This is an optimization exercise on Yosys and OpenROAD, whose aim is small area, a short achievable clock period and few clock cycles per item, not a production implementation. The RTL was checked by simulation tests, not by an equivalence proof against the original design.

File: design/flow/flow/run.sh
#!/bin/bash
# Own layout flow: the standard flow (standard.sh), with the standard
# synthesis unchanged, and timing repair after synthesis aimed at a setup
# slack margin (so the tools work the design below the 10 ns clock), sizing
# not held to the same cell footprint, and port buffers of the smallest plain buffer cell (repair sizes up the ones on critical paths).
# The clock period, the SDC, the floorplan, power grid and everything else
# are the standard flow's.  Each tool's output goes to a log file here.
set -euo pipefail
cd "$(dirname "$0")/.."
MARGIN=$(cat flow/margin.txt 2>/dev/null || echo 6.5)
# standard synthesis, unchanged
bash standard.sh synth > flow_synth.log 2>&1
# the rest of the standard flow with the repair settings above
sed 's|"\${@:-finish}"|SETUP_SLACK_MARGIN='"$MARGIN"' MATCH_CELL_FOOTPRINT=0 "BUFFER_PORTS_ARGS=-buffer_cell sky130_fd_sc_hd__buf_1" "${@:-finish}"|' \
    standard.sh > standard_tuned.sh
grep -q "SETUP_SLACK_MARGIN=$MARGIN" standard_tuned.sh
bash standard_tuned.sh finish > flow_layout.log 2>&1
test -s out/final.def
File: design/flow/flow/margin.txt
6.8
File: design/flow/standard.sh
#!/bin/bash
# synth_recipe.tcl (not shown) runs the flow's synth.tcl, then flattens the netlist and writes it again
# the make line also repeats each setting of config.mk as NAME=value (left out here)
make -C /OpenROAD-flow-scripts/flow DESIGN_CONFIG=/design/flow/config.mk WORK_HOME=/design/flow/orfs CLKGATE_MAP_FILE= SYNTH_SCRIPT=/design/flow/synth_recipe.tcl "${@:-finish}"
File: design/flow/config.mk
export PLATFORM = sky130hd
export DESIGN_NAME = scarab_lane
export DESIGN_NICKNAME = scarab_lane
export VERILOG_FILES = /design/flow/design.v
export SDC_FILE = /design/flow/constraint.sdc
export NUM_CORES = 8
export LEC_CHECK = 0
export CAP_MARGIN = 40
export CORE_MARGIN = 2
export CORE_UTILIZATION = 62
export CTS_CLUSTER_DIAMETER = 100
export CTS_CLUSTER_SIZE = 25
export GPL_TIMING_DRIVEN = 1
export PLACE_DENSITY = 0.72
export SLEW_MARGIN = 40
File: design/flow/constraint.sdc
create_clock -name core_clock -period 10.0 [get_ports {clk}]
set_input_delay 2.0000 -clock core_clock [delete_from_list [all_inputs] [get_ports {clk}]]
set_output_delay 2.0000 -clock core_clock [all_outputs]
set_load 0.01 [all_outputs]
File: design/flow/design.v
module scarab_sb_in (
    input  wire       dec,
    input  wire [7:0] a,
    output wire [7:0] t
);
    wire [7:0] tf = {(a[5] ^ a[7]), (a[1] ^ a[2] ^ a[3] ^ a[4] ^ a[5] ^ a[6]), (a[2] ^ a[3] ^ a[5] ^ a[7]), (a[1]), (a[2] ^ a[4]), (a[2] ^ a[7]), (a[1] ^ a[7]), (a[0] ^ a[1] ^ a[5] ^ a[6])};
    wire [7:0] ti = {(a[1] ^ a[2] ^ a[6] ^ a[7]), (~(a[0] ^ a[3])), (~(a[0] ^ a[4] ^ a[5] ^ a[6])), (a[0] ^ a[3] ^ a[6]), (~(a[3] ^ a[4] ^ a[6] ^ a[7])), (~(a[6] ^ a[7])), (a[0] ^ a[1] ^ a[3] ^ a[4]), (~(a[4] ^ a[6]))};
    assign t = dec ? ti : tf;
endmodule
module scarab_sb_in_f (
    input  wire [7:0] a,
    output wire [7:0] t
);
    assign t = {(a[5] ^ a[7]), (a[1] ^ a[2] ^ a[3] ^ a[4] ^ a[5] ^ a[6]), (a[2] ^ a[3] ^ a[5] ^ a[7]), (a[1]), (a[2] ^ a[4]), (a[2] ^ a[7]), (a[1] ^ a[7]), (a[0] ^ a[1] ^ a[5] ^ a[6])};
endmodule
module scarab_sb_nrm (
    input  wire [7:0] t,
    output wire [3:0] d
);
    function [1:0] g4m(input [1:0] a, input [1:0] b);
        g4m = {(a[1]&b[1]) ^ (a[1]&b[0]) ^ (a[0]&b[1]), (a[1]&b[1]) ^ (a[0]&b[0])};
    endfunction
    function [1:0] g4sq(input [1:0] a);    
        g4sq = {a[1], a[1]^a[0]};
    endfunction
    function [3:0] g16m(input [3:0] a, input [3:0] b);
        reg [1:0] hh, ll;
        begin
            hh = g4m(a[3:2], b[3:2]); ll = g4m(a[1:0], b[1:0]);
            g16m = {g4m(a[3:2]^a[1:0], b[3:2]^b[1:0]) ^ ll, g4m(hh, 2'd3) ^ ll};
        end
    endfunction
    assign d = g16m(g16m(t[7:4], t[7:4]), 4'd10) ^ g16m(t[7:4], t[3:0]) ^ g16m(t[3:0], t[3:0]);
endmodule
module scarab_sb_inv (
    input  wire [7:0] t,
    input  wire [3:0] d,
    output wire [7:0] v
);
    function [1:0] g4m(input [1:0] a, input [1:0] b);
        g4m = {(a[1]&b[1]) ^ (a[1]&b[0]) ^ (a[0]&b[1]), (a[1]&b[1]) ^ (a[0]&b[0])};
    endfunction
    function [1:0] g4sq(input [1:0] a);    
        g4sq = {a[1], a[1]^a[0]};
    endfunction
    function [3:0] g16m(input [3:0] a, input [3:0] b);
        reg [1:0] hh, ll;
        begin
            hh = g4m(a[3:2], b[3:2]); ll = g4m(a[1:0], b[1:0]);
            g16m = {g4m(a[3:2]^a[1:0], b[3:2]^b[1:0]) ^ ll, g4m(hh, 2'd3) ^ ll};
        end
    endfunction
    wire [1:0] e  = g4m(g4sq(d[3:2]), 2'd3) ^ g4m(d[3:2], d[1:0]) ^ g4sq(d[1:0]);
    wire [1:0] ei = g4sq(e);
    wire [3:0] di = {g4m(d[3:2], ei), g4m(d[3:2] ^ d[1:0], ei)};
    assign v = {g16m(t[7:4], di), g16m(t[7:4] ^ t[3:0], di)};
endmodule
module scarab_sb_out (
    input  wire       dec,
    input  wire [7:0] v,
    output wire [7:0] y
);
    wire [7:0] yf = {(v[2] ^ v[4] ^ v[6]), (~(v[4] ^ v[6])), (~(v[2] ^ v[3] ^ v[4] ^ v[5])), (v[0] ^ v[4] ^ v[6]), (v[0] ^ v[2] ^ v[3] ^ v[4] ^ v[6]), (v[0] ^ v[1] ^ v[2] ^ v[4] ^ v[7]), (~(v[0] ^ v[1] ^ v[4])), (~(v[0] ^ v[2] ^ v[3] ^ v[4]))};
    wire [7:0] yi = {(v[1] ^ v[4]), (v[2] ^ v[3] ^ v[4] ^ v[5] ^ v[6]), (v[1] ^ v[4] ^ v[7]), (v[1] ^ v[2] ^ v[3] ^ v[4]), (v[1] ^ v[2] ^ v[4] ^ v[5] ^ v[7]), (v[1] ^ v[2] ^ v[4]), (v[4]), (v[0] ^ v[1] ^ v[2] ^ v[3] ^ v[4] ^ v[5] ^ v[6] ^ v[7])};
    assign y = dec ? yi : yf;
endmodule
module scarab_sb_out_f (
    input  wire [7:0] v,
    output wire [7:0] y
);
    assign y = {(v[2] ^ v[4] ^ v[6]), (~(v[4] ^ v[6])), (~(v[2] ^ v[3] ^ v[4] ^ v[5])), (v[0] ^ v[4] ^ v[6]), (v[0] ^ v[2] ^ v[3] ^ v[4] ^ v[6]), (v[0] ^ v[1] ^ v[2] ^ v[4] ^ v[7]), (~(v[0] ^ v[1] ^ v[4])), (~(v[0] ^ v[2] ^ v[3] ^ v[4]))};
endmodule
module scarab_lane (
    input  wire         clk,
    input  wire         rst,         
    input  wire         key_load,
    input  wire [1:0]   key_size,
    input  wire [255:0] key_in,
    input  wire         start,
    input  wire         decrypt,
    input  wire [127:0] block_in,
    output wire         ready,
    output reg          done,
    output reg  [127:0] block_out
);
    genvar gi, gc, gr;
    function [3:0] nr_of(input [1:0] ks);
        nr_of = (ks == 2'd0) ? 4'd10 : (ks == 2'd1) ? 4'd12 : 4'd14;
    endfunction
    function last_of(input e, input d, input [1:0] ks, input [3:0] r);
        last_of = e ? (r == nr_of(ks) - 4'd1) : d ? (r == 4'd0) : (r == nr_of(ks));
    endfunction
    function [7:0] xtime(input [7:0] b);
        xtime = {b[6:0], 1'b0} ^ (b[7] ? 8'h1b : 8'h00);
    endfunction
    function [7:0] rcon_of(input [3:0] i);
        case (i)
            4'd1: rcon_of = 8'h01;  4'd2: rcon_of = 8'h02;  4'd3: rcon_of = 8'h04;
            4'd4: rcon_of = 8'h08;  4'd5: rcon_of = 8'h10;  4'd6: rcon_of = 8'h20;
            4'd7: rcon_of = 8'h40;  4'd8: rcon_of = 8'h80;  4'd9: rcon_of = 8'h1b;
            4'd10: rcon_of = 8'h36;
            default: rcon_of = 8'h00;
        endcase
    endfunction
    function [1:0] mod3(input [3:0] r);
        case (r)
            4'd0, 4'd3, 4'd6, 4'd9,  4'd12, 4'd15: mod3 = 2'd0;
            4'd1, 4'd4, 4'd7, 4'd10, 4'd13:        mod3 = 2'd1;
            default:                               mod3 = 2'd2;
        endcase
    endfunction
    function [10:0] kphase(input bwd, input [1:0] ks, input [3:0] r);
        reg t0, t2, rot;
        reg [3:0] idx;
        begin
            t0 = 1'b1; t2 = 1'b0; rot = 1'b1; idx = 4'd0;
            case (ks)
                2'd0: idx = bwd ? r : r + 4'd1;
                2'd1: begin
                    case (mod3(r))
                        2'd0: begin t0 = 1'b0; t2 = !bwd; end
                        2'd1: begin t0 = bwd;  t2 = 1'b0; end
                        default: begin t0 = !bwd; t2 = bwd; end
                    endcase
                    case (r)
                        4'd0:  idx = 4'd1;  4'd1:  idx = 4'd1;  4'd2:  idx = 4'd2;
                        4'd3:  idx = 4'd3;  4'd4:  idx = 4'd3;  4'd5:  idx = 4'd4;
                        4'd6:  idx = 4'd5;  4'd7:  idx = 4'd5;  4'd8:  idx = 4'd6;
                        4'd9:  idx = 4'd7;  4'd10: idx = 4'd7;  4'd11: idx = 4'd8;
                        default: idx = 4'd0;
                    endcase
                end
                default: begin
                    rot = r[0];
                    idx = r[0] ? ((r + 4'd1) >> 1) : 4'd0;
                end
            endcase
            kphase = {t0, t2, rot, rcon_of(idx)};
        end
    endfunction
    function [4:0] ksel_of(input bwd, input [1:0] ks, input [3:0] r);
        if (!bwd)
            ksel_of = (ks == 2'd1 && mod3(r) == 2'd0) ? 5'b10000 : 5'b01000;
        else if (ks == 2'd0)
            ksel_of = 5'b00100;
        else if (ks == 2'd1 && mod3(r) == 2'd1)
            ksel_of = 5'b00010;
        else
            ksel_of = 5'b00001;
    endfunction
    function [31:0] mix_col(input [31:0] c);
        reg [7:0] a0, a1, a2, a3;
        begin
            a0 = c[31:24]; a1 = c[23:16]; a2 = c[15:8]; a3 = c[7:0];
            mix_col[31:24] = xtime(a0 ^ a1) ^ a1 ^ a2 ^ a3;
            mix_col[23:16] = xtime(a1 ^ a2) ^ a2 ^ a3 ^ a0;
            mix_col[15:8]  = xtime(a2 ^ a3) ^ a3 ^ a0 ^ a1;
            mix_col[7:0]   = xtime(a3 ^ a0) ^ a0 ^ a1 ^ a2;
        end
    endfunction
    function [31:0] pre_inv(input [31:0] c);
        reg [7:0] a0, a1, a2, a3, t02, t13;
        begin
            a0 = c[31:24]; a1 = c[23:16]; a2 = c[15:8]; a3 = c[7:0];
            t02 = xtime(xtime(a0 ^ a2));
            t13 = xtime(xtime(a1 ^ a3));
            pre_inv = {a0 ^ t02, a1 ^ t13, a2 ^ t02, a3 ^ t13};
        end
    endfunction
    function [9:0] kmode(input bwd, input [1:0] ks, input [3:0] r);
        reg [10:0] ph;
        begin
            ph = kphase(bwd, ks, r);
            case ({bwd, ks})
                3'b000:  kmode = 10'b1000000000;
                3'b010:  kmode = 10'b0100000000;
                3'b011:  kmode = 10'b0100000000;
                3'b001:  kmode = ph[10] ? 10'b0010000000 : ph[9] ? 10'b0001000000 : 10'b0000100000;
                3'b100:  kmode = 10'b0000010000;
                3'b110:  kmode = 10'b0000001000;
                3'b111:  kmode = 10'b0000001000;
                default: kmode = ph[10] ? 10'b0000000100 : ph[9] ? 10'b0000000010 : 10'b0000000001;
            endcase
        end
    endfunction
    function [3:0] ktake(input [9:0] m);
        ktake = (m[9] | m[8] | m[7]) ? 4'b1111 : m[6] ? 4'b0011 :
                (m[4] | m[3] | m[2]) ? 4'b0001 : m[1] ? 4'b0100 : 4'b0000;
    endfunction
    reg          x_pend;             
    reg          x_go;               
    reg          haskey;             
    reg  [1:0]   cur_ks;             
    reg  [255:0] k0;                 
    reg  [255:0] kf;                 
    reg          k0ok, kfok;         
    reg  [5:0]   tail;               
    reg          rdy;
    reg          a_v, a_e, a_d, a_l;  reg [1:0] a_ks;  reg [3:0] a_r;  reg [255:0] a_w;
    reg          b_v, b_e, b_d, b_l;  reg [1:0] b_ks;  reg [3:0] b_r;  reg [255:0] b_w;
    reg          c_v, c_e, c_d, c_l;  reg [1:0] c_ks;  reg [3:0] c_r;  reg [255:0] c_w;
    reg          d_v, d_e, d_d, d_l;  reg [1:0] d_ks;  reg [3:0] d_r;  reg [255:0] d_w;
    reg  [127:0] a_s;                
    reg  [127:0] b_t;                
    reg  [63:0]  b_n;                
    reg  [127:0] c_inv;              
    reg  [127:0] d_m;                
    reg  [4:0]   a_ksel;             
    reg  [31:0]  b_kt;               
    reg  [31:0]  c_kt;
    reg  [15:0]  c_kn;               
    reg  [31:0]  d_kinv;             
    reg  [7:0]   d_rcon;             
    reg  [9:0]   d_mode;             
    reg  [3:0]   d_s;                
    reg          a_krot;             
    reg  [3:0]   a_dc, b_dc, c_dc, d_dc;
    assign ready = rdy;
    wire [127:0] a_t;
    wire [63:0]  a_n;
    generate
        for (gi = 0; gi < 16; gi = gi + 1) begin : g_a
            scarab_sb_in  u_in (.dec(a_dc[3-gi/4]), .a(a_s[127-8*gi -: 8]), .t(a_t[127-8*gi -: 8]));
            scarab_sb_nrm u_nr (.t(a_t[127-8*gi -: 8]), .d(a_n[63-4*gi -: 4]));
        end
    endgenerate
    wire [31:0] aw2 = a_w[191:160], aw3 = a_w[159:128], aw4 = a_w[127:96], aw5 = a_w[95:64];
    wire [31:0] aw6 = a_w[63:32],   aw7 = a_w[31:0];
    wire [31:0] a_ksw = ({32{a_ksel[4]}} & (aw2 ^ aw3 ^ aw7)) | ({32{a_ksel[3]}} & aw7) |
                        ({32{a_ksel[2]}} & (aw4 ^ aw5))       | ({32{a_ksel[1]}} & aw6) |
                        ({32{a_ksel[0]}} & aw4);
    wire [31:0] a_kin = a_krot ? {a_ksw[23:0], a_ksw[31:24]} : a_ksw;
    wire [31:0] a_kt;
    generate
        for (gi = 0; gi < 4; gi = gi + 1) begin : g_ka
            scarab_sb_in_f u_kin (.a(a_kin[8*gi +: 8]), .t(a_kt[8*gi +: 8]));
        end
    endgenerate
    wire [127:0] b_inv;
    wire [15:0]  b_kn;
    generate
        for (gi = 0; gi < 16; gi = gi + 1) begin : g_b
            scarab_sb_inv u_iv (.t(b_t[127-8*gi -: 8]), .d(b_n[63-4*gi -: 4]), .v(b_inv[127-8*gi -: 8]));
        end
        for (gi = 0; gi < 4; gi = gi + 1) begin : g_kb
            scarab_sb_nrm u_knr (.t(b_kt[8*gi +: 8]), .d(b_kn[4*gi +: 4]));
        end
    endgenerate
    wire [127:0] c_sb, c_sr, c_isr;
    generate
        for (gi = 0; gi < 16; gi = gi + 1) begin : g_c
            scarab_sb_out u_so (.dec(c_dc[3-gi/4]), .v(c_inv[127-8*gi -: 8]), .y(c_sb[127-8*gi -: 8]));
        end
        for (gc = 0; gc < 4; gc = gc + 1) begin : g_cols
            for (gr = 0; gr < 4; gr = gr + 1) begin : g_rows
                assign c_sr[127-8*(4*gc+gr) -: 8]  = c_sb[127-8*(4*((gc+gr)%4)+gr) -: 8];
                assign c_isr[127-8*(4*gc+gr) -: 8] = c_sb[127-8*(4*((gc+4-gr)%4)+gr) -: 8];
            end
        end
    endgenerate
    wire [127:0] c_rkr = {c_w[31:0], c_w[63:32], c_w[95:64], c_w[127:96]};
    wire [127:0] c_p, c_rk, c_m;
    generate
        for (gc = 0; gc < 4; gc = gc + 1) begin : g_cc
            assign c_p[127-32*gc -: 32]  = c_dc[3-gc] ? c_isr[127-32*gc -: 32] : c_sr[127-32*gc -: 32];
            assign c_rk[127-32*gc -: 32] = c_dc[3-gc] ? c_rkr[127-32*gc -: 32] : c_w[127-32*gc -: 32];
            assign c_m[127-32*gc -: 32]  = c_dc[3-gc] ? c_x[127-32*gc -: 32]   : c_p[127-32*gc -: 32];
        end
    endgenerate
    wire [127:0] c_x  = c_p ^ c_rk;                  
    wire [31:0]  c_kinv;
    generate
        for (gi = 0; gi < 4; gi = gi + 1) begin : g_kc
            scarab_sb_inv u_kiv (.t(c_kt[8*gi +: 8]), .d(c_kn[4*gi +: 4]), .v(c_kinv[8*gi +: 8]));
        end
    endgenerate
    wire [127:0] d_rk = d_w[127:0];                  
    wire [127:0] d_mi, d_mo, d_next;
    generate
        for (gc = 0; gc < 4; gc = gc + 1) begin : g_mix
            assign d_mi[127-32*gc -: 32]   = d_dc[3-gc] ? pre_inv(d_m[127-32*gc -: 32]) : d_m[127-32*gc -: 32];
            assign d_mo[127-32*gc -: 32]   = mix_col(d_mi[127-32*gc -: 32]);
            assign d_next[127-32*gc -: 32] = d_mo[127-32*gc -: 32] ^ (d_dc[3-gc] ? 32'd0 : d_rk[127-32*gc -: 32]);
        end
    endgenerate
    wire [31:0] dw0 = d_w[255:224], dw1 = d_w[223:192], dw2 = d_w[191:160], dw3 = d_w[159:128];
    wire [31:0] dw4 = d_w[127:96],  dw5 = d_w[95:64],   dw6 = d_w[63:32],   dw7 = d_w[31:0];
    wire [31:0] d_lin;
    generate
        for (gi = 0; gi < 4; gi = gi + 1) begin : g_kd
            scarab_sb_out_f u_kso (.v(d_kinv[8*gi +: 8]), .y(d_lin[8*gi +: 8]));
        end
    endgenerate
    wire [31:0] d_c  = {d_rcon, 24'h000000};         
    wire f4 = d_mode[9], f8 = d_mode[8], f6a = d_mode[7], f6b = d_mode[6], f6n = d_mode[5];
    wire b4 = d_mode[4], b8 = d_mode[3], b6a = d_mode[2], b6b = d_mode[1], b6n = d_mode[0];
    wire u4 = f4 | b4, u8 = f8 | b8, u6 = !(u4 | u8), fw = f4 | f8 | f6a | f6b | f6n;
    wire [31:0] u0 = ({32{u4}} & dw4) | ({32{u8}} & dw0) | ({32{u6}} & dw2);
    wire [31:0] u1 = ({32{u4}} & dw5) | ({32{u8}} & dw1) | ({32{u6}} & dw3);
    wire [31:0] u2 = ({32{u4}} & dw6) | ({32{u8}} & dw2) | ({32{u6}} & dw4);
    wire [31:0] u3 = ({32{u4}} & dw7) | ({32{u8}} & dw3) | ({32{u6}} & dw5);
    wire [31:0] x01 = u0 ^ u1, x12 = u1 ^ u2, x23 = u2 ^ u3;
    wire [31:0] p2  = x01 ^ u2;
    wire [31:0] e7a = {32{f6b | f6n}} & dw7, e7b = {32{f6n}} & dw7, e6 = {32{b6b | b6n}} & dw6;
    wire [31:0] n0 = (fw ? u0 : x01) ^ e7a;
    wire [31:0] n1 = (fw ? x01 : b6b ? u1 : x12) ^ e7a;
    wire [31:0] n2 = (fw ? (f6b ? u2 : p2) : x23) ^ e7b;
    wire [31:0] n3 = (fw ? (f6b ? x23 : p2 ^ u3) : u3) ^ e7b ^ e6;
    wire s0 = d_s[3], s1 = d_s[2], s2 = d_s[1], s3 = d_s[0];
    wire [127:0] d_new = {n0 ^ (s0 ? d_c ^ d_lin : 32'd0), n1 ^ (s1 ? d_c ^ d_lin : 32'd0),
                          n2 ^ (s2 ? d_c ^ d_lin : 32'd0), n3 ^ (s3 ? d_c ^ d_lin : 32'd0)};
    wire [255:0] d_wstep = {d_w[127:0], d_new};
    wire [3:0]   d_rn    = d_d ? d_r - 4'd1 : d_r + 4'd1;
    wire         accept_key   = key_load & rdy;
    wire         accept_start = start & rdy & !key_load;
    wire         e_sel = rdy | x_go;                 
    wire         e_dec = decrypt & rdy;              
    wire [255:0] e_w = e_dec ? {kf[31:0], kf[63:32], kf[95:64], kf[127:96],
                                kf[159:128], kf[191:160], kf[223:192], kf[255:224]} : k0;
    wire [127:0] e_s = block_in ^ (e_dec ? kf[127:0] : k0[255:128]);
    wire [3:0]   e_r = x_go ? ((cur_ks == 2'd2) ? 4'd1 : 4'd0) :
                       decrypt ? nr_of(cur_ks) - 4'd1 : 4'd1;
    wire         an_v  = accept_start | x_go | (d_v & !(d_l & !d_e));
    wire         an_e  = e_sel ? x_go : d_e;
    wire         an_d  = e_sel ? e_dec : d_d;
    wire [1:0]   an_ks = e_sel ? cur_ks : d_ks;
    wire [3:0]   an_r  = e_sel ? e_r : d_rn;
    function [5:0] lat_of(input [1:0] ks);
        lat_of = (ks == 2'd0) ? 6'd39 : (ks == 2'd1) ? 6'd47 : 6'd55;
    endfunction
    wire         kf_cap  = a_v & a_e & (a_r == nr_of(a_ks));
    wire         k0_cap  = a_v & a_e & (a_r == 4'd1) & (a_ks != 2'd2);
    wire [1:0]   ks_n   = accept_key ? (key_size[1] ? 2'd2 : key_size) : cur_ks;
    wire         kfok_n = !accept_key & (kfok | kf_cap);
    wire         k0ok_n = accept_key ? key_size[1] : (k0ok | k0_cap);
    wire         xp_n   = accept_key | (x_pend & !x_go);
    wire [5:0]   tail_n = accept_start ? lat_of(cur_ks) : (tail == 6'd0) ? 6'd0 : tail - 6'd1;
    wire         slot_n = !c_v | (c_l & !c_e);       
    wire         ord_n  = lat_of(ks_n) >= tail_n;
    wire         cap_n  = d_v & d_e & ((d_r == 4'd0) | d_l);
    wire         rdy_n  = slot_n & !xp_n & !cap_n & (!(haskey | accept_key) | (kfok_n & k0ok_n & ord_n));
    wire         kill   = accept_key;
    always @(posedge clk) begin
        a_s    <= e_sel ? e_s : d_next;
        a_w    <= e_sel ? e_w : d_wstep;
        a_e    <= an_e;   a_d <= an_d;   a_ks <= an_ks;   a_r <= an_r;
        a_l    <= last_of(an_e, an_d, an_ks, an_r);
        a_ksel <= ksel_of(an_d, an_ks, an_r);
        a_krot <= kphase(an_d, an_ks, an_r) >> 8;
        a_dc   <= e_sel ? {4{e_dec}} : d_dc;
        b_dc   <= a_dc;
        c_dc   <= b_dc;
        d_dc   <= c_dc;
        b_t    <= a_t;    b_n <= a_n;    b_kt <= a_kt;
        b_w    <= a_w;
        b_e    <= a_e;    b_d <= a_d;    b_ks <= a_ks;    b_r <= a_r;    b_l <= a_l;
        c_inv  <= b_inv;  c_kt <= b_kt;  c_kn <= b_kn;
        c_w    <= b_w;
        c_e    <= b_e;    c_d <= b_d;    c_ks <= b_ks;    c_r <= b_r;    c_l <= b_l;
        d_m    <= c_m;
        d_kinv <= c_kinv;
        d_rcon <= kphase(c_d, c_ks, c_r);
        d_mode <= kmode(c_d, c_ks, c_r);
        d_s    <= ktake(kmode(c_d, c_ks, c_r));
        d_w    <= c_w;
        d_e    <= c_e;    d_d <= c_d;    d_ks <= c_ks;    d_r <= c_r;    d_l <= c_l;
        block_out <= c_x;
        cur_ks <= ks_n;
        if (accept_key)
            k0[255:192] <= key_in[255:192];
        if (accept_key | k0_cap)
            k0[191:128] <= k0_cap ? a_w[191:128] :
                           (key_size == 2'd1) ? {key_in[159:128] ^ key_in[127:96], key_in[127:96] ^ key_in[95:64]} :
                           key_in[191:128];
        if (accept_key | k0_cap)
            k0[127:0]   <= k0_cap ? a_w[127:0] : key_size[1] ? key_in[127:0] : key_in[255:128];
        if (kf_cap) kf <= a_w;
        if (rst) begin
            x_pend <= 1'b0;
            x_go  <= 1'b0;
            haskey <= 1'b0;
            k0ok  <= 1'b0;
            kfok  <= 1'b0;
            tail  <= 6'd0;
            a_v   <= 1'b0;
            b_v   <= 1'b0;
            c_v   <= 1'b0;
            d_v   <= 1'b0;
            rdy   <= 1'b1;
            done  <= 1'b0;
        end else begin
            x_pend <= xp_n;
            x_go  <= xp_n & slot_n & !x_go;
            haskey <= haskey | accept_key;
            k0ok  <= k0ok_n;
            kfok  <= kfok_n;
            tail  <= tail_n;
            a_v   <= an_v & !(kill & an_e);
            b_v   <= a_v & !(kill & a_e) & !kf_cap;
            c_v   <= b_v & !(kill & b_e);
            d_v   <= c_v & !(kill & c_e);
            rdy   <= rdy_n;
            done  <= c_v & !c_e & c_l;
        end
    end
endmodule
==> results of run 1 <==
==> state kept, by name (all words and copies together), names as in the netlist, 8 cells and up, named ones only <==
signal	cells
d_w	256
d_mode	9
block_out	128
d_kinv	32
b_t	128
b_n	64
c_inv	128
d_m	128
c_w	256
c_kt	32
c_kn	16
b_kt	32
k0	256
d_rcon	8
a_w	256
a_s	128
b_w	256
kf	256
==> worst reg2reg max path, stage by stage (launching register included) <==
cell	delay, ps
dfxtp_1	320
buf_4	250
clkinv_1	140
buf_4	330
a31oi_1	160
a221o_1	290
a21oi_2	520
xor2_1	510
mux2i_1	240
xor2_1	200
xnor2_1	260
==> cell type report <==
type | instances | area, um2
antenna | 31 | 77.6
clock buffer | 187 | 3210
clock inverter | 17 | 229
fill | 15200 | 63000
inverter | 246 | 935
multi-input combinational | 9483 | 67700
sequential | 2456 | 54500
tap | 2640 | 3300
timing repair buffer | 683 | 4520
==> cell usage in the layout, fill, tap and decap left out, types with 97 or more instances in the layout <==
master	instances
xor2_1	953
edfxtp_1	512
mux2i_1	377
a31oi_1	125
buf_1	388
a21oi_1	515
nor2_1	578
clkbuf_16	127
xnor2_2	103
and3_1	177
o21ai_0	944
xnor2_1	2221
inv_1	238
dfxtp_1	1827
buf_4	105
buf_6	97
nand2_1	1943
a22oi_1	202
nand2b_1	100
dfxtp_2	111
==> timing repair <==
action	in CTS	in global routing
pin swaps	8	21
endpoints found under the setup margin	635	380
buffers inserted	15	15
gates resized for setup	517	141
cloned	9	8
==> through the flow <==
| stage | util (%) | hold WS, ps | setup WS [ps] | area, um2 |
|---|---|---|---|---|
| floorplan | - | 310 | 4900 | 123000 |
| global placement | 64.5 | 309 | 4190 | 127000 |
| detailed placement | 64.8 | 312 | 4090 | 128000 |
| CTS | 67.3 | 319 | 6640 | 133000 |
| global route | 68.1 | 320 | 6650 | 134000 |
| finish | 68.1 | 324 | 6670 | 134000 |
==> metal layers <==
metal / wire length, um / vias up
met5: 201 / -
met4: 57400 / 30
met3: 60800 / 1862
met2: 208000 / 6959
met1: 174000 / 47500
li1: - / 43000
==> cells by family (layout without fill, tap and decap cells) <==
group,after synthesis,after routing
AO/OA/AOI/OAI,2210,2210
multiplexers,442,442
XOR/XNOR,3515,3515
flip-flops,2456,2456
buffers and inverters,882,1133
adder cells (fa/ha/maj),70,70
other,0,31
AND/OR/NAND/NOR,3239,3246
==> path summary, 6_finish.rpt <==
path                            depth (start not counted)  slack, ps      start        to
worst max-delay path                                    1       6670        rdy     ready
worst min-delay path                                    0        320   b_w[221]  c_w[221]
worst max register to register                         10       6690  a_ksel[0]  b_kt[14]
worst min register to register                          0        320   b_w[221]  c_w[221]
==> flow_summary.yaml, run 1 <==
run_status:
  status: "no timing/DRC/antenna violations"
flow_run:
  maxCapViolations: 0
clock_network:
  postCtsHoldBufs: 0
  ctsRootBufferMaster: "clkbuf_16"
  numCtsBuffers: 113
  max-clock-path-buffers: 3
  clkSlewWorstSetupHoldPaths_ps: 100
  clkLatencyLatePin_ps: 850
  htree_levels: 3
  tritoncts: "built"
  cts_sinks: 2456
setup_path:
  worstPathArrival_ps: 1330
  path_max_fanout: 2
  worstSetupStartpointType: "flop"
  cp_data_required_time_ps: 8000
  critical_path.slowest_cell: "dfxtp_4"
  crit_path_cell_trace: "buf_6"
  max_stage_delay_ps: 370
  crit_type: "flop to output port"
  crit_buf_inv: 1
  crit_path_end_kind: "output port"
  cp_top_family: "flip-flops"
global_route:
  busiest_layer: "met2"
  grtUsageMet1_pct: 57.5
  antenna_found_initial: 67
  track_usage_pct: 47.8
  overflow: 0
  grt_max_degree: 193
  grt_pass1_wl_um: 685000
  use_met2_pct: 69.2
  gr-usage-met3_pct: 13.6
  grt_pass1_vias: 92400
finish:
  syn_to_final_growth_pct: 9.05
  fin_cells: 15700
  fin_nets: 13400
  drive_gt1_share_pct: 7.24
place:
  place_congestion: 1.12
  port_buffers: 520
  placed_cells: 15500
  dpl.hpwl_um: 382000
synthesis:
  ys_seq_elements: 2456
  synth_cells: 12800
  synthXorXnorAreaFrac_pct: 26.9
  netlist_top_cells_count: "2,337 x xnor2_1, 1,947 x nand2_1, 1,944 x dfxtp_1"
  synth-simple-area-share_pct: 11.3
  synth-edff-count: 512
  yosysWarningCount: 3
  ys.flop_type: "dfxtp_1"
  synthArstFlopShare_pct: 0
  synth_cell_types: 87
  yosys.area.top_type: "dfxtp_1"
  synthAdderAreaFrac_pct: 0.717
  avgSynthCellArea_um2: 9.62
  yosysMostFrequentCell: "xnor2_1"
  synth-compound-area-share_pct: 10.7
  seq_area_frac_synth_pct: 44.0
  synthTopCellsByArea: "dfxtp_1 32%, xnor2_1 17%, edfxtp_1 12%"
  synth_top_family_by_area: "XOR/XNOR gates"
  synth_area_um2: 123000
  synth_top_cell_area_share_pct: 31.6
  syn_nets: 13300
  synth_mux_area_share_pct: 3.65
floorplanning:
  fp.coreArea_um2: 197000
  io-pin-count: 521
  fp.dieH_um: 450
  dieArea_um2: 202000
  placementRows: 163
  initial_core_util_pct: 62.4
  die_w_um: 450
sta:
  slew_viol_final: 0
  clock_skew_ps: 30.4
  relSlewSlack_pct: 29.9
  rsz0062_at_grt: "yes"
  finalCriticalPeriod_ps: 3330
  tns_ps: 0
  setup_viol: 0
  finalCritPeriodShare_pct: 33.3
  hold_violations: 0
  worstMarginPinSlew_ps: 1040
  max_clock_freq_mhz: 300
routing:
  routed_wl_um: 501000
  post_drt_wl_per_cell_um: 31.8
  viasPerCell: 6.31
  drt-initial-drc-count: 15200
  ant_nets: 0
  route.detailed.drc: 0
  via_count: 99300
  drtPass1Iterations: 9
worst_hold_path:
  hold_class: "flop to flop"
Testbench counts, summed over its fixed seeds: cycles 19,702, blocks 1,494.
==> inputs of run 2 (changes only) <==
==> design/flow/run.sh (new file) <==
#!/bin/bash
# synth_recipe.tcl (not shown) runs the flow's synth.tcl, then flattens the netlist and writes it again
# the make line also repeats each setting of config.mk as NAME=value (left out here)
make -C /OpenROAD-flow-scripts/flow DESIGN_CONFIG=/design/flow/config.mk WORK_HOME=/design/flow/orfs CLKGATE_MAP_FILE= SYNTH_SCRIPT=/design/flow/synth_recipe.tcl finish
--- a/design/flow/config.mk
+++ b/design/flow/config.mk
@@ -9,3 +9,3 @@
 export CORE_MARGIN = 2
-export CORE_UTILIZATION = 62
+export CORE_UTILIZATION = 55
 export CTS_CLUSTER_DIAMETER = 100
@@ -13,3 +13,4 @@
 export GPL_TIMING_DRIVEN = 1
-export PLACE_DENSITY = 0.72
+export PLACE_DENSITY = 0.65
+export SETUP_SLACK_MARGIN = 5
 export SLEW_MARGIN = 40
removed: design/flow/flow/run.sh
removed: design/flow/flow/margin.txt
removed: design/flow/standard.sh
==> run 2 against run 1 <==
Net effect:
- fmax is 30% lower
- synthesized cell count did not move
- critical path depth rose by 1
==> flow_summary.yaml, run 2 <==
routing:
  ant_nets: 0
  post_drt_wl_per_cell_um: 30.8
  route.detailed.drc: 0
  routed_wl_um: 494000
  drtPass1Iterations: 10
  drt-initial-drc-count: 13100
  viasPerCell: 5.99
  via_count: 96000
sta:
  slew_viol_final: 0
  setup_viol: 0
  relSlewSlack_pct: 30.5
  tns_ps: 0
  max_clock_freq_mhz: 210
  rsz0062_at_grt: "no"
  clock_skew_ps: 46.5
  hold_violations: 0
  hold_ws_ps: 325
  finalCritPeriodShare_pct: 47.6
  worstMarginPinSlew_ps: 1030
  finalCriticalPeriod_ps: 4760
finish:
  fin_nets: 13400
  syn_to_final_growth_pct: 9.78
  fin_cells: 16000
  final_common_cell: "xnor2_1"
  drive_gt1_share_pct: 4.19
  mostFrequentLayoutCells: "2,269 x xnor2_1, 1,945 x nand2_1, 1,930 x dfxtp_1, 983 x xor2_1, 936 x o21ai_0"
synthesis:
  synth-simple-area-share_pct: 11.3
  synth-compound-area-share_pct: 10.7
  syn_nets: 13300
  synth_cell_types: 87
  synthXorXnorAreaFrac_pct: 26.9
  synth-edff-count: 512
  yosysMostFrequentCell: "xnor2_1"
  ys_seq_elements: 2456
  synth_cells: 12800
  synthArstFlopShare_pct: 0
  synth_top_cell_area_share_pct: 31.6
  ys.flop_type: "dfxtp_1"
  avgSynthCellArea_um2: 9.62
  synth_area_um2: 123000
  yosysWarningCount: 3
  synthAdderAreaFrac_pct: 0.717
  seq_area_frac_synth_pct: 44.0
  netlist_top_cells_count: "2,337 x xnor2_1, 1,947 x nand2_1, 1,944 x dfxtp_1"
  synth_top_family_by_area: "XOR/XNOR gates"
  synthTopCellsByArea: "dfxtp_1 32%, xnor2_1 17%, edfxtp_1 12%"
  synth_mux_area_share_pct: 3.65
  yosys.area.top_type: "dfxtp_1"
clock_network:
  max-clock-path-buffers: 3
  post_cts_buffers: 0
  clkLatencyLatePin_ps: 880
  cts_resized: 0
  htree_levels: 3
  clkSlewWorstSetupHoldPaths_ps: 100
  numCtsBuffers: 114
  tritoncts: "built"
  ctsRootBufferMaster: "clkbuf_16"
  cts_sinks: 2456
  postCtsHoldBufs: 0
setup_path:
  worstReg2RegStart: "d_mode[5]"
  reg2reg_to: "a_w[84]"
  crit_path_end_kind: "output port"
  worstSetupStartpointType: "flop"
  worstPathArrival_ps: 2760
  crit_type: "flop to output port"
  critical_path.slowest_cell: "clkdlybuf4s50_1"
  crit_path_cell_trace: "buf_4, clkdlybuf4s50_1"
  rrSetupSlack_ps: 5600
  max_stage_delay_ps: 670
  cp_data_required_time_ps: 8000
  path_max_fanout: 51
  rr_worst_depth: 10
place:
  port_buffers: 520
  placed_cells: 15800
  dpl.hpwl_um: 391000
  place_congestion: 1.09
run_status:
  status: "no timing/DRC/antenna violations"
global_route:
  grt_pass1_vias: 89400
  gr-usage-met3_pct: 10.6
  grt_pass1_wl_um: 677000
  use_met2_pct: 61.4
  grt_max_degree: 196
  track_usage_pct: 42.0
  antenna_found_initial: 49
  busiest_layer: "met2"
  grtUsageMet1_pct: 53.2
  overflow: 0
floorplanning:
  dieArea_um2: 228000
  placementRows: 173
  fp.dieH_um: 477
  io-pin-count: 521
  initial_core_util_pct: 55.4
  die_w_um: 477
  fp.coreArea_um2: 223000
worst_hold_path:
  hold_path_end: "c_w[52]"
  hold_depth: 0
  min_from: "b_w[52]"
  hold_class: "flop to flop"
flow_run:
  maxCapViolations: 0
run 2: logic make-up (layout without fill, tap and decap cells):
kind of cell / after synthesis / after routing
buffers and inverters: 882 / 1098
adder cells (fa/ha/maj): 70 / 70
AO/OA/AOI/OAI: 2210 / 2210
flip-flops: 2456 / 2456
multiplexers: 442 / 442
other: 0 / 14
XOR/XNOR: 3515 / 3515
AND/OR/NAND/NOR: 3239 / 3239
run 2: final cells by class:
class | instances | area (um2)
diodes | 14 | 35.0
inverters | 246 | 926
clock inverters | 24 | 323
multi-input cells | 9476 | 66500
well taps | 2975 | 3720
repair buffers | 642 | 6360
flip-flops and latches | 2456 | 54300
clock buffers | 186 | 3130
fillers | 18900 | 87200
run 2: worst max-delay path by stage:
stage                         from     to  cells past startpoint
after CTS                      rdy  ready                      2
after global placement    key_load    rdy                     11
final                          rdy  ready                      2
after floorplan            a_ks[0]    rdy                      7
after detailed placement  key_load    rdy                     11
after global routing           rdy  ready                      2
run 2: worst max-delay path, delay by kind of cell (launching register included):
kind,cells,cell delay (ps)
buffers and inverters,2,1280
DFF,1,560
run 2: metrics by stage:
step                setup WS, ps  instance area, um2  utilization [%]
floorplan                   4870              123000                -
global placement            4780              131000             58.8
detailed placement          4800              131000             59.1
CTS                         5260              135000             60.6
global route                5200              135000             60.8
finish                      5240              135000             60.8
run 2: per-layer routing:
| metal | share of wire (%) | vias to the layer above |
|---|---|---|
| li1 | - | 42900 |
| met1 | 38 | 46400 |
| met2 | 42 | 5481 |
| met3 | 11 | 1249 |
| met4 | 9.4 | 14 |
| met5 | 0.020 | - |

-- port drivers added, routing unchanged --
No port has a modelled driver above. Below, the same layouts with a new extraction and two added sets of constraints. Step 1 assumes that a clkbuf_16 drives the clock port and a buf_2 every other input. Step 2 adds t to the input delays and takes it off the output delays; t is the mean of the earliest and latest rising clock arrival at the registers after step 1. Input paths then give back, and output paths get back, about the clock's delay inside the block. Slacks: ideal ports / drivers / drivers and shift; pairs: ideal ports / drivers.
run	t, ns	setup slack, ns	worst setup path at the end
run 1	0.947	6.669 / 6.430 / 5.483	input to register
run 2	0.962	5.243 / 5.132 / 4.728	input to register
After both steps setup and hold are still met in every run listed. For run 1, which loses most, drivers alone change the setup slack by -0.239 ns; drivers and shift together by -1.186 ns.
